What follows belongs to an exercise in optimizing a design on an open flow for small area, a short achievable clock period and few clock cycles per item; a production flow would make more cautious choices. Function not checked in this run: the RTL went through the layout flow alone. Power is estimated from default activity; no workload was simulated.

<file path="flow/config.mk">
export PLATFORM = sky130hd
export DESIGN_NAME = slot_merge_unit
export DESIGN_NICKNAME = slot_merge_unit
export VERILOG_FILES = /design/flow/design.v
export SDC_FILE = /design/flow/constraint.sdc
export NUM_CORES = 8
export LEC_CHECK = 0
export CAP_MARGIN = 20
export CORE_MARGIN = 2
export CORE_UTILIZATION = 40
export PLACE_DENSITY = 0.6
export SETUP_SLACK_MARGIN = 2.0
export SLEW_MARGIN = 20
</file>
<file path="flow/constraint.sdc">
create_clock -name core_clock -period 22.0 [get_ports {clk}]
set_input_delay 4.4000 -clock core_clock [delete_from_list [all_inputs] [get_ports {clk}]]
set_output_delay 4.4000 -clock core_clock [all_outputs]
set_load 0.01 [all_outputs]
</file>
<file path="flow/design.v">
module merge_alu (
    input  wire [63:0] v,         
    input  wire [3:0]  op,        
    input  wire [1:0]  lane,      
    input  wire [5:0]  ofs,       
    input  wire [5:0]  width_m1,  
    input  wire [63:0] x,         
    output reg  [63:0] nv,        
    output reg         sat        
);
    localparam OP_OR = 4'h0, OP_AND = 4'h1, OP_MIN_U = 4'h2, OP_MIN_S = 4'h3,
               OP_MAX_U = 4'h4, OP_MAX_S = 4'h5, OP_BITSET = 4'h7,
               OP_SUM_U = 4'h8, OP_SUM_S = 4'h9, OP_COUNT = 4'hA, OP_XOR = 4'hB;
    reg  [6:0]  w;         
    reg  [63:0] m;         
    reg  [6:0]  wm;        
    reg  [63:0] cur;       
    reg  [63:0] xm;        
    reg         cur_neg, x_neg;
    reg  [64:0] cur_s, x_s;    
    reg  [64:0] sum_u;
    reg  [65:0] sum_s;
    reg  [65:0] smax, smin;
    reg  [64:0] cnt;
    reg  [63:0] newf;      
    always @* begin
        w = (op == OP_COUNT) ? (7'd8 << lane) : ({1'b0, width_m1} + 7'd1);
        m = (w == 7'd64) ? {64{1'b1}} : ((64'd1 << w) - 64'd1);
        cur = (v >> ofs) & m;
        xm  = x & m;
        wm = w - 7'd1;
        cur_neg = cur[wm[5:0]];
        x_neg   = xm[wm[5:0]];
        cur_s = {cur_neg, cur | (cur_neg ? ~m : 64'd0)};
        x_s   = {x_neg,   xm  | (x_neg   ? ~m : 64'd0)};
        sum_u = {1'b0, cur} + {1'b0, xm};
        sum_s = {cur_s[64], cur_s} + {x_s[64], x_s};
        smax  = {2'b00, m >> 1};
        smin  = ~smax;
        cnt   = {1'b0, cur} + {64'd0, x[0]};
        sat   = 1'b0;
        case (op)
            OP_OR:    newf = cur | xm;
            OP_AND:   newf = cur & xm;
            OP_XOR:   newf = cur ^ xm;
            OP_MIN_U: newf = (xm < cur) ? xm : cur;
            OP_MAX_U: newf = (xm > cur) ? xm : cur;
            OP_MIN_S: newf = ($signed(x_s) < $signed(cur_s)) ? xm : cur;
            OP_MAX_S: newf = ($signed(x_s) > $signed(cur_s)) ? xm : cur;
            OP_SUM_U: begin
                if ((sum_u & ~{1'b0, m}) != 65'd0) begin
                    newf = m;
                    sat  = 1'b1;
                end else begin
                    newf = sum_u[63:0];
                end
            end
            OP_SUM_S: begin
                if ($signed(sum_s) > $signed(smax)) begin
                    newf = smax[63:0];
                    sat  = 1'b1;
                end else if ($signed(sum_s) < $signed(smin)) begin
                    newf = smin[63:0];
                    sat  = 1'b1;
                end else begin
                    newf = sum_s[63:0];
                end
            end
            OP_COUNT: begin
                if ((cnt & ~{1'b0, m}) != 65'd0) begin
                    newf = m;
                    sat  = 1'b1;
                end else begin
                    newf = cnt[63:0];
                end
            end
            default:  newf = xm;   
        endcase
        if (op == OP_BITSET)
            nv = v | (64'd1 << x[5:0]);
        else
            nv = (v & ~(m << ofs)) | ((newf & m) << ofs);
    end
endmodule
module slot_merge_unit (
    input  wire        clk,
    input  wire        rst,
    input  wire        in_valid,
    output wire        in_ready,
    input  wire        in_first,
    input  wire        in_last,
    input  wire [63:0] in_v,
    input  wire        in_t,
    input  wire        in_f,
    input  wire [1:0]  in_lane,
    input  wire [2:0]  in_action,
    input  wire [3:0]  in_op,
    input  wire [5:0]  in_ofs,
    input  wire [5:0]  in_width_m1,
    input  wire        in_bad,
    input  wire        in_bad_policy,
    input  wire [63:0] in_x,
    output reg         out_valid,
    input  wire        out_ready,
    output reg  [63:0] out_v,
    output reg         out_t,
    output reg         out_f,
    output reg         out_collide,
    output reg         out_invalid,
    output reg         out_saturated,
    output reg  [3:0]  out_skipped
);
    localparam ACT_WRITE = 3'd2, ACT_MERGE = 3'd3;
    localparam OP_FIRST = 4'h6, OP_BITSET = 4'h7;
    reg [63:0] v0_q;       
    reg        t0_q, f0_q;
    reg [1:0]  lane_q;
    reg [63:0] acc_q;      
    reg [63:0] wr_q;       
    reg        any_wr_q, wr_bad_q;
    reg        any_mg_q, bp_inv_q, done_q, sat_q;
    reg [3:0]  skip_q;
    wire fire = in_valid && in_ready;
    assign in_ready = !out_valid || out_ready;
    wire [63:0] v0    = in_first ? in_v    : v0_q;
    wire        t0    = in_first ? in_t    : t0_q;
    wire        f0    = in_first ? in_f    : f0_q;
    wire [1:0]  lane  = in_first ? in_lane : lane_q;
    wire [63:0] acc   = in_first ? in_v    : acc_q;
    wire [63:0] wr    = in_first ? 64'd0   : wr_q;
    wire        any_wr = in_first ? 1'b0   : any_wr_q;
    wire        wr_bad = in_first ? 1'b0   : wr_bad_q;
    wire        any_mg = in_first ? 1'b0   : any_mg_q;
    wire        bp_inv = in_first ? 1'b0   : bp_inv_q;
    wire        done   = in_first ? 1'b0   : done_q;
    wire        sat    = in_first ? 1'b0   : sat_q;
    wire [3:0]  skip   = in_first ? 4'd0   : skip_q;
    wire is_wr = (in_action == ACT_WRITE);
    wire is_mg = (in_action == ACT_MERGE);
    wire [63:0] wmask = (in_width_m1 == 6'd63) ? {64{1'b1}}
                                               : ((64'd1 << ({1'b0, in_width_m1} + 7'd1)) - 64'd1);
    wire [63:0] wfield = (in_x & wmask) << in_ofs;
    wire [63:0] alu_v;
    wire        alu_sat;
    merge_alu u_alu (
        .v(acc), .op(in_op), .lane(lane), .ofs(in_ofs), .width_m1(in_width_m1),
        .x(in_x), .nv(alu_v), .sat(alu_sat)
    );
    wire contributes = !((in_op == OP_FIRST) && t0) && !((in_op == OP_BITSET) && in_x[7]);
    wire apply = is_mg && !in_bad && contributes;
    wire [63:0] n_acc    = apply ? alu_v : acc;
    wire [63:0] n_wr     = is_wr ? (wr | wfield) : wr;
    wire        n_any_wr = any_wr | is_wr;
    wire        n_wr_bad = wr_bad | (is_wr && in_bad);
    wire        n_any_mg = any_mg | is_mg;
    wire        n_bp_inv = bp_inv | (is_mg && in_bad && in_bad_policy);
    wire        n_done   = done | apply;
    wire        n_sat    = sat | (apply && alu_sat);
    wire [3:0]  n_skip   = skip + {3'd0, is_mg && in_bad};
    reg [63:0] r_v;
    reg        r_t, r_f, r_col, r_inv, r_sat;
    reg [3:0]  r_skip;
    always @* begin
        r_v = v0; r_t = t0; r_f = f0;
        r_col = 1'b0; r_inv = 1'b0; r_sat = 1'b0; r_skip = 4'd0;
        if (n_any_wr) begin
            if (t0) begin
                r_col = 1'b1;
            end else begin
                r_v   = n_wr;
                r_t   = 1'b1;
                r_f   = !n_wr_bad;
                r_inv = n_wr_bad;
            end
        end else if (n_any_mg) begin
            if (n_bp_inv) begin
                r_t   = 1'b1;
                r_f   = 1'b0;
                r_inv = 1'b1;
            end else begin
                r_v    = n_acc;
                r_t    = t0 | n_done;
                r_sat  = n_sat;
                r_skip = n_skip;
            end
        end
    end
    always @(posedge clk) begin
        if (rst) begin
            out_valid <= 1'b0;
        end else begin
            if (out_valid && out_ready)
                out_valid <= 1'b0;
            if (fire && in_last)
                out_valid <= 1'b1;
        end
    end
    always @(posedge clk) begin
        if (fire) begin
            v0_q     <= v0;
            t0_q     <= t0;
            f0_q     <= f0;
            lane_q   <= lane;
            acc_q    <= n_acc;
            wr_q     <= n_wr;
            any_wr_q <= n_any_wr;
            wr_bad_q <= n_wr_bad;
            any_mg_q <= n_any_mg;
            bp_inv_q <= n_bp_inv;
            done_q   <= n_done;
            sat_q    <= n_sat;
            skip_q   <= n_skip;
            if (in_last) begin
                out_v         <= r_v;
                out_t         <= r_t;
                out_f         <= r_f;
                out_collide   <= r_col;
                out_invalid   <= r_inv;
                out_saturated <= r_sat;
                out_skipped   <= r_skip;
            end
        end
    end
endmodule
</file>
<file path="flow/run.sh">
#!/bin/bash
# synth_recipe.tcl (not shown) runs the flow's synth.tcl, then flattens the netlist and writes it again
# the make line also repeats each setting of config.mk as NAME=value (left out here)
make -C /OpenROAD-flow-scripts/flow DESIGN_CONFIG=/design/flow/config.mk WORK_HOME=/design/flow/orfs CLKGATE_MAP_FILE= SYNTH_SCRIPT=/design/flow/synth_recipe.tcl finish
</file>
==> notes.md <==
cell type report:
cell class                 instances  share of cell area
multi-input combinational       7327              0.7077
sequential                       280              0.1172
timing repair buffer             863              0.1009
tap                             2058             0.03592
inverter                         427             0.02280
clock buffer                      35             0.01044
antenna                           78            0.002723
clock inverter                    18            0.002357
cell families (layout without fill, tap and decap cells):
group	count (synthesis)	after routing	share of synthesized area
compound gates	3255	3256	0.3476
mux	615	615	0.1170
fa+ha+maj	461	461	0.09194
simple gates	2802	2803	0.2098
other cells	0	78	0
buf+inv	1131	1343	0.07290
xor+xnor	192	192	0.02719
flops	280	280	0.1335
cell usage in the layout, fill, tap and decap left out, types with 217 or more instances in the layout:
master and count:
sky130_fd_sc_hd__nand2_1 807, sky130_fd_sc_hd__buf_4 618, sky130_fd_sc_hd__ha_1 455, sky130_fd_sc_hd__mux2i_1 371, sky130_fd_sc_hd__a21oi_1 659, sky130_fd_sc_hd__edfxtp_1 279, sky130_fd_sc_hd__clkdlybuf4s50_1 218, sky130_fd_sc_hd__nand3_1 229
sky130_fd_sc_hd__o21ai_0 774, sky130_fd_sc_hd__nor2_1 842, sky130_fd_sc_hd__nor3_1 217, sky130_fd_sc_hd__inv_1 383
critical path: cells and delay by family:
family / cells / cell delay (ps)
fa+ha+maj: 2 / 770
xor+xnor: 1 / 630
mux: 2 / 850
buf+inv: 15 / 3330
compound gates: 24 / 5960
simple gates: 18 / 4670
power groups by stage:
stage / Sequential, mW / Combinational, mW / Clock [mW]
6_report: 0.662 / 5.16 / 0.519
5_1_grt: 0.664 / 5.16 / 0.529
4_1_cts: 0.661 / 4.68 / 0.507
3_5_place_dp: 0.672 / 4.62 / 0
3_3_place_gp: 0.670 / 4.58 / 0
2_1_floorplan: 0.674 / 2.62 / 0
state kept, by name, indices dropped and copies added (netlist names), 2 cells and up:
register / flops
skip_q: 4
out_v: 64
out_skipped: 4
lane_q: 2
v0_q: 64
acc_q: 64
wr_q: 64
path summary, 6_finish.rpt:
kind                                start        end
worst max-delay path             in_op[1]  out_v[48]
worst min-delay path            out_valid  out_valid
worst max register to register  acc_q[56]  out_v[48]
worst min register to register  out_valid  out_valid
what timing repair did:
item,in CTS,in global routing
pin swaps,6,2
resized for setup,53,70
buffers inserted,15,5
cloned,2,1
hold buffers,0,0
endpoints found under the setup margin,124,116
per-layer routing:
metal | up-vias | wire length [µm] | global-route usage
li1 | 33610 | - | -
met1 | 41680 | 168000 | 0.6626
met2 | 9846 | 182900 | 0.7735
met3 | 3153 | 88190 | 0.3276
met4 | 47 | 60020 | 0.5227
met5 | - | 414 | 0.0008921
per-stage QoR:
| step | setup slack, ps | hold slack (ps) | cells | instance area (µm²) | utilization |
|---|---|---|---|---|---|
| after floorplan | 4643 | 515.7 | 8736 | 62900 | - |
| after global placement | -456.6 | 507.5 | 10930 | 69830 | 0.4470 |
| after detailed placement | -417.3 | 535.1 | 10930 | 69870 | 0.4473 |
| after CTS | 2039 | 549.3 | 11000 | 71120 | 0.4553 |
| after global routing | 1996 | 563.7 | 11020 | 71510 | 0.4578 |
| final | 1710 | 544.9 | 11090 | 71680 | 0.4589 |
==> metrics list <==
- Die Y-Extent: 400.6 µm
* Count of cell types in the netlist: 143
- Setup repair after global routing left no endpoint under its margin.
- In the global route stage, overall resource usage came out at 0.5849.
- The number of failing hold endpoints at the final stage came to 0.
- The pre-antenna-repair detailed-routing pass consisted of 17 iterations.
- The biggest area contributor in the post-synthesis netlist is sky130_fd_sc_hd__edfxtp_1.
* Fill count: 15770
- After synthesis the netlist holds a flip-flop and latch count of 280.
* Top_reg_cell synth: sky130_fd_sc_hd__edfxtp_1
* Total Power Consumption: 6.340 mW
* Number of max-slew violations in the final report: 0
- Buffers inserted during clock tree synthesis total 29.
- Post-synth EDFFs: 279
- Buffers on Ports: 233
* Worst Max-Slew Pin Slew: 1475 ps
- The worst-case IR drop observed on VDD is 78.40 µV.
* Type of the most critical hold path: reg -> reg
- In this run the power spent charging and discharging nets is 3.902 mW.
* Leading cell types by total area after synthesis: sky130_fd_sc_hd__edfxtp_1 (13%), sky130_fd_sc_hd__ha_1 (9.1%), sky130_fd_sc_hd__o21ai_0 (6.4%), sky130_fd_sc_hd__mux2i_1 (6.0%), sky130_fd_sc_hd__a21oi_1 (5.3%)
- Status: no timing/DRC/antenna violations
- Share of cells above drive strength 1: 0.1418
- Total of max-cap violations: 0
* Antenna violations before repair: 80
* Horizontal die dimension: approximately 400 µm
- After detailed routing, the average wire length per cell comes to 45.06 µm.
- Setup slack of the worst register-to-register path: 6170 ps
- STA puts the critical path data required time at about 22000 ps.
* Gate Count Post-Synth: 8736
- Core outline area: 156200 µm²
- Hold Path Depth: 2
* Number of warning messages in the yosys log: 2
- Area growth from synthesis to layout: 13.95%
- By instance count, the leading cell after synthesis is sky130_fd_sc_hd__nor2_1.
- Timing would allow up to approximately 49 MHz.
- Largest net degree at the start of global routing: 111
- Half-perimeter wire length after placement: 394300 µm
- After detailed routing, the number of remaining DRC violations is 0.
- The internal power of the cells totals ~2.4 mW.
- Post-synthesis sequential area ratio: 0.1335
- Counting every net in the synthesized netlist gives slightly above 9000.
- Reg area: 8398 µm²
- Setup Viol. Count Final: 0
* H-tree level count: 1
- Dividing the final minimum period by the clock period gives 0.9223.
- In this design, the stage delay of the slowest critical-path cell is 630 ps.
* Number of top-level design ports: between 200 and 250
- Type of origin of the critical path: input port
- For the worst setup path, the data arrival time is ~21000 ps.
* Last weighted congestion value of the routability-driven placer: 1.253
- The via count of the first global-routing pass was 78550.
* TritonCTS clock tree: yes
- Setup total negative slack on the finished layout was measured at 0 ps.
- Worst-case reg-to-reg path depth: 58
- Clock Root Buffer: sky130_fd_sc_hd__clkbuf_16
- The die covers 160400 µm².
* Multi-input gate area: 50730 µm²
- After clock tree synthesis, the clock-pin slew on the worst setup and hold paths is 70 ps.
* Antenna-violating nets left: 0
- The commonest cells after synthesis are sky130_fd_sc_hd__nor2_1 (861), sky130_fd_sc_hd__nand2_1 (813), sky130_fd_sc_hd__o21ai_0 (808).
* Power share of the clock group: 0.082
* Via-to-Cell Ratio: 7.969
- Final net count: 9548
- The routed design has ~500000 µm of wire.
- In this run the core area contains 145 standard-cell rows.
- In this run the tightest slew margin relative to its limit is 0.01673.
- Switching share of total power: 0.6155
* Standby leakage power: roughly 28 nW
- The first global-routing pass estimated approximately 660000 µm of wire.
- Post-layout minimum cycle time: roughly 20000 ps
- For this design, the slowest cell found on the critical path is sky130_fd_sc_hd__xnor2_1.
- Averaged over all synthesized cells, the footprint is between 7 and 8 µm².
- For this run the aggregate overflow at the end of global routing stands at 0.
- Worst skew pair latency: 670 ps
- Worst Setup End Kind: flip-flop
- The tree built by TritonCTS fans out to 280 sinks.
* Setup Skew: ~30 ps
- Kind of critical path: in -> reg
- CTS max path bufs: 3
* Portion of synthesized cell area occupied by the leading cell type: 0.1332
- Cell occurring most often along the worst timing path: sky130_fd_sc_hd__buf_4
- Along the worst path, the maximum fanout reaches 18.
- Iteration-0 DRC Markers: 19710
* Initial core utilization: 0.4027
- For this block, the via count after detailed routing is roughly 88000.
- Post-synthesis cell area: 62900 µm²
- Combinational cell fraction of total power: 0.814
- The share of total power dissipated in sequential elements is 0.104.
* Power Dens Cells: 88.45 nW/µm²
- After synthesis, the share of flip-flops with an asynchronous set or reset is 0.

-- separate check: timing with driven ports --
Ports are ideal in the flow. The routed layout listed here was re-timed in OpenROAD.
Step 1: set_driving_cell puts a clkbuf_16 on clk and a buf_2 on each other input, an assumption about the parent block.
Step 2 also shifts input and output timing later by t, the mid clock arrival at the registers, as if the neighbouring blocks saw the same clock.
a / b / c = no drivers / after step 1 / after step 2; a / b = the first two.
shift t [ns]: 0.730
slack for setup (ns): 1.710 / 1.755 / 1.025
hold slack, ns: 0.545 / 0.545 / 0.545
worst register clock-pin slew, ns: 0.08 / 0.08
worst data-port slew with drivers (ns): 0.09
After both steps this run still meets setup and hold. The setup slack of this run moves by +0.045 ns with the drivers and by -0.685 ns with both steps.
